This design comes from an exercise in tuning for small area and a short achievable clock period on the open sky130 flow, not from production work.
The RTL was checked by simulation tests, not by an equivalence proof against the original design.
Power is estimated from default activity; no workload was simulated.

## chan_decim
module chan_decim (
    input  wire        clk,
    input  wire        rst,         
    input  wire        bit_valid,
    input  wire        bit_in,
    output wire        out_valid,
    output wire [39:0] out_v
);
Settings: LEC_CHECK=0, CAP_MARGIN=20, CORE_MARGIN=2, CORE_UTILIZATION=55, CTS_CLUSTER_DIAMETER=100, CTS_CLUSTER_SIZE=32, SLEW_MARGIN=20; clock period 12.0 ns.
standard.sh (not shown) runs the stock make flow with config.mk's settings and CLKGATE_MAP_FILE= SYNTH_SCRIPT=/design/flow/synth_recipe.tcl, a recipe that flattens the netlist after the stock synthesis.
==> flow/flow/run.sh <==
#!/bin/bash
# Standard layout (the standard.sh, standard synthesis unchanged) with
# timing repair aimed at a setup slack margin, so the resizer also works on
# paths that already meet the 12 ns clock. Output goes to flow_make.log.
set -euo pipefail
export SETUP_SLACK_MARGIN=8.3
bash standard.sh > flow_make.log 2>&1
The baseline produced a clean layout.
Rerun with:
- CTS_CLUSTER_DIAMETER: 100 -> 60
- CTS_CLUSTER_SIZE: 32 -> 24
The changed run completed without violations.
Sequential share of layout area went down by 1.5 points.
Setup slack gets worse by 0.011 ns.
Via count went up slightly.
Die area is unchanged.

* * *

job 602:
Starting RTL as in the previous note.
==> flow/design.v (excerpt) <==
module chan_decim (
    input  wire        clk,
    input  wire        rst,         
    input  wire        bit_valid,
    input  wire        bit_in,
    output wire        out_valid,
    output wire [39:0] out_v
);
==> flow/config.mk <==
export PLATFORM = sky130hd
export DESIGN_NAME = chan_decim
export DESIGN_NICKNAME = chan_decim
export VERILOG_FILES = /design/flow/design.v
export SDC_FILE = /design/flow/constraint.sdc
export NUM_CORES = 4
export LEC_CHECK = 0
export CAP_MARGIN = 20
export CORE_MARGIN = 2
export CORE_UTILIZATION = 82
export CTS_CLUSTER_DIAMETER = 60
export CTS_CLUSTER_SIZE = 24
export SLEW_MARGIN = 20
==> flow/constraint.sdc <==
create_clock -name core_clock -period 12.0 [get_ports {clk}]
set_input_delay 2.4000 -clock core_clock [delete_from_list [all_inputs] [get_ports {clk}]]
set_output_delay 2.4000 -clock core_clock [all_outputs]
set_load 0.01 [all_outputs]
Scripts as last shown in full above: flow/flow/run.sh
Job 602 terminated abnormally: global routing reported GRT-0232.
#### Input delta (job 1530 over job 602)
# job 602
export LEC_CHECK = 0
export CAP_MARGIN = 20
export CORE_MARGIN = 2
export CORE_UTILIZATION = 82
export CTS_CLUSTER_DIAMETER = 60
export CTS_CLUSTER_SIZE = 24
export SLEW_MARGIN = 20
create_clock -name core_clock -period 12.0 [get_ports {clk}]
# job 1530
export LEC_CHECK = 0
export CAP_MARGIN = 20
export CORE_MARGIN = 2
export CORE_UTILIZATION = 70
export CTS_CLUSTER_DIAMETER = 60
export CTS_CLUSTER_SIZE = 24
export SLEW_MARGIN = 20
create_clock -name core_clock -period 12.0 [get_ports {clk}]
Notes after the runs:
Comparing job 602 against job 1530, there is no change at all in fraction of the mapped netlist area in adder cells.
On job 1530: global placer's final weighted congestion is 2.9% lower than what job 602 gave.
Number of gates resized after cts: job 1530 vs job 602 down about 35%
In the reports for job 602 and job 1530, the larger post-placement cell area belongs to job 1530.
NOTE: number of instances in the placed design in job 1530 exceeds that of job 602
Job 1530 reached the final stage; the timing, design-rule and antenna checks on its layout passed.
[job 1530] horizontal die dimension rose about 8% relative to job 602

* * *

main:
chan_decim, a different RTL version from the one above (not shown whole).
Size in the first run: ~45 I/O pins, about 59000 sq um of cells after synthesis.
==> flow/config.mk <==
export PLATFORM = sky130hd
export DESIGN_NAME = chan_decim
export DESIGN_NICKNAME = chan_decim
export VERILOG_FILES = /design/flow/design.v
export SDC_FILE = /design/flow/constraint.sdc
export NUM_CORES = 4
export LEC_CHECK = 0
export CAP_MARGIN = 20
export CORE_MARGIN = 2
export CORE_UTILIZATION = 70
export CTS_CLUSTER_DIAMETER = 60
export CTS_CLUSTER_SIZE = 24
export SLEW_MARGIN = 20
==> flow/constraint.sdc <==
create_clock -name core_clock -period 12.0 [get_ports {clk}]
set_input_delay 2.4000 -clock core_clock [delete_from_list [all_inputs] [get_ports {clk}]]
set_output_delay 2.4000 -clock core_clock [all_outputs]
set_load 0.01 [all_outputs]
==> flow/flow/run.sh <==
#!/bin/bash
# Standard layout (the standard.sh, standard synthesis unchanged) with
# timing repair aimed at a setup slack margin, so the resizer also works on
# paths that already meet the 12 ns clock. Output goes to flow_make.log.
set -euo pipefail
export SETUP_SLACK_MARGIN=8.6
bash standard.sh > flow_make.log 2>&1
> inputs changed (main -> the feature branch)
# main
export LEC_CHECK = 0
export CAP_MARGIN = 20
export CORE_MARGIN = 2
export CORE_UTILIZATION = 70
export CTS_CLUSTER_DIAMETER = 60
export CTS_CLUSTER_SIZE = 24
export SLEW_MARGIN = 20
create_clock -name core_clock -period 12.0 [get_ports {clk}]
# the feature branch
export LEC_CHECK = 0
export CAP_MARGIN = 20
export CORE_MARGIN = 2
export CORE_UTILIZATION = 70
export CTS_CLUSTER_DIAMETER = 50
export CTS_CLUSTER_SIZE = 20
export SLEW_MARGIN = 20
create_clock -name core_clock -period 12.0 [get_ports {clk}]
--- a/flow/flow/run.sh
+++ b/flow/flow/run.sh
@@ -6 +6 @@
-export SETUP_SLACK_MARGIN=8.6
+export SETUP_SLACK_MARGIN=8.3
## What came out
- The feature branch ended with every stage complete and zero timing, DRC or antenna violations.
- main completed end to end with timing, DRC and antenna clean.
- Relative to main, the routed wire length per instance of the feature branch is higher by about 2.5%.
- The feature branch vs main, count of clock-buffer cells in the layout went up by 28.
- When the feature branch is measured against main, its clock slew seen by the registers of the worst setup and hold paths turns out 0.02 ns lower.
- main -> the feature branch: worst hold path cell count delta 0, exact match
- Compared with main, in the feature branch setup slack lower, final worst-path cycle share higher.
- The feature branch vs main — area of all placed cells without fillers dropped slightly
- Against main, power density over cell area in the feature branch rose by a few percent.
- Clock period minus final worst setup slack: the feature branch > main
- Timing-limited maximum frequency down about 2.8% in the feature branch wrt main
- The run showing the smaller wire length is main.

==> afterwards: timing with drivers on the ports <==
No port has a modelled driver above. Below, the same layouts with a new extraction and two added sets of constraints.
Step 1 assumes that a clkbuf_16 drives the clock port and a buf_2 every other input.
Step 2 adds t to the input delays and takes it off the output delays; t is the mean of the earliest and latest rising clock arrival at the registers after step 1. Input paths then give back, and output paths get back, about the clock's delay inside the block.
Three values: ideal ports, drivers, drivers and shift; two values: the first two.
run | t, ns | slack for setup (ns) | worst register clock-pin slew, ns | pins driven straight from the clock port
the first run of note 1 | 0.752 | 8.290 / 8.290 / 8.290 | 0.12 / 0.12 | 1
the second run of note 1 | 0.794 | 8.279 / 8.279 / 8.279 | 0.09 / 0.09 | 1
job 1530 | 0.772 | 8.269 / 8.269 / 8.269 | 0.09 / 0.09 | 1
main | 0.748 | 8.319 / 8.319 / 8.319 | 0.10 / 0.10 | 1
the feature branch | 0.814 | 8.214 / 8.214 / 8.214 | 0.10 / 0.10 | 1
After both steps every run listed still meets setup and hold.
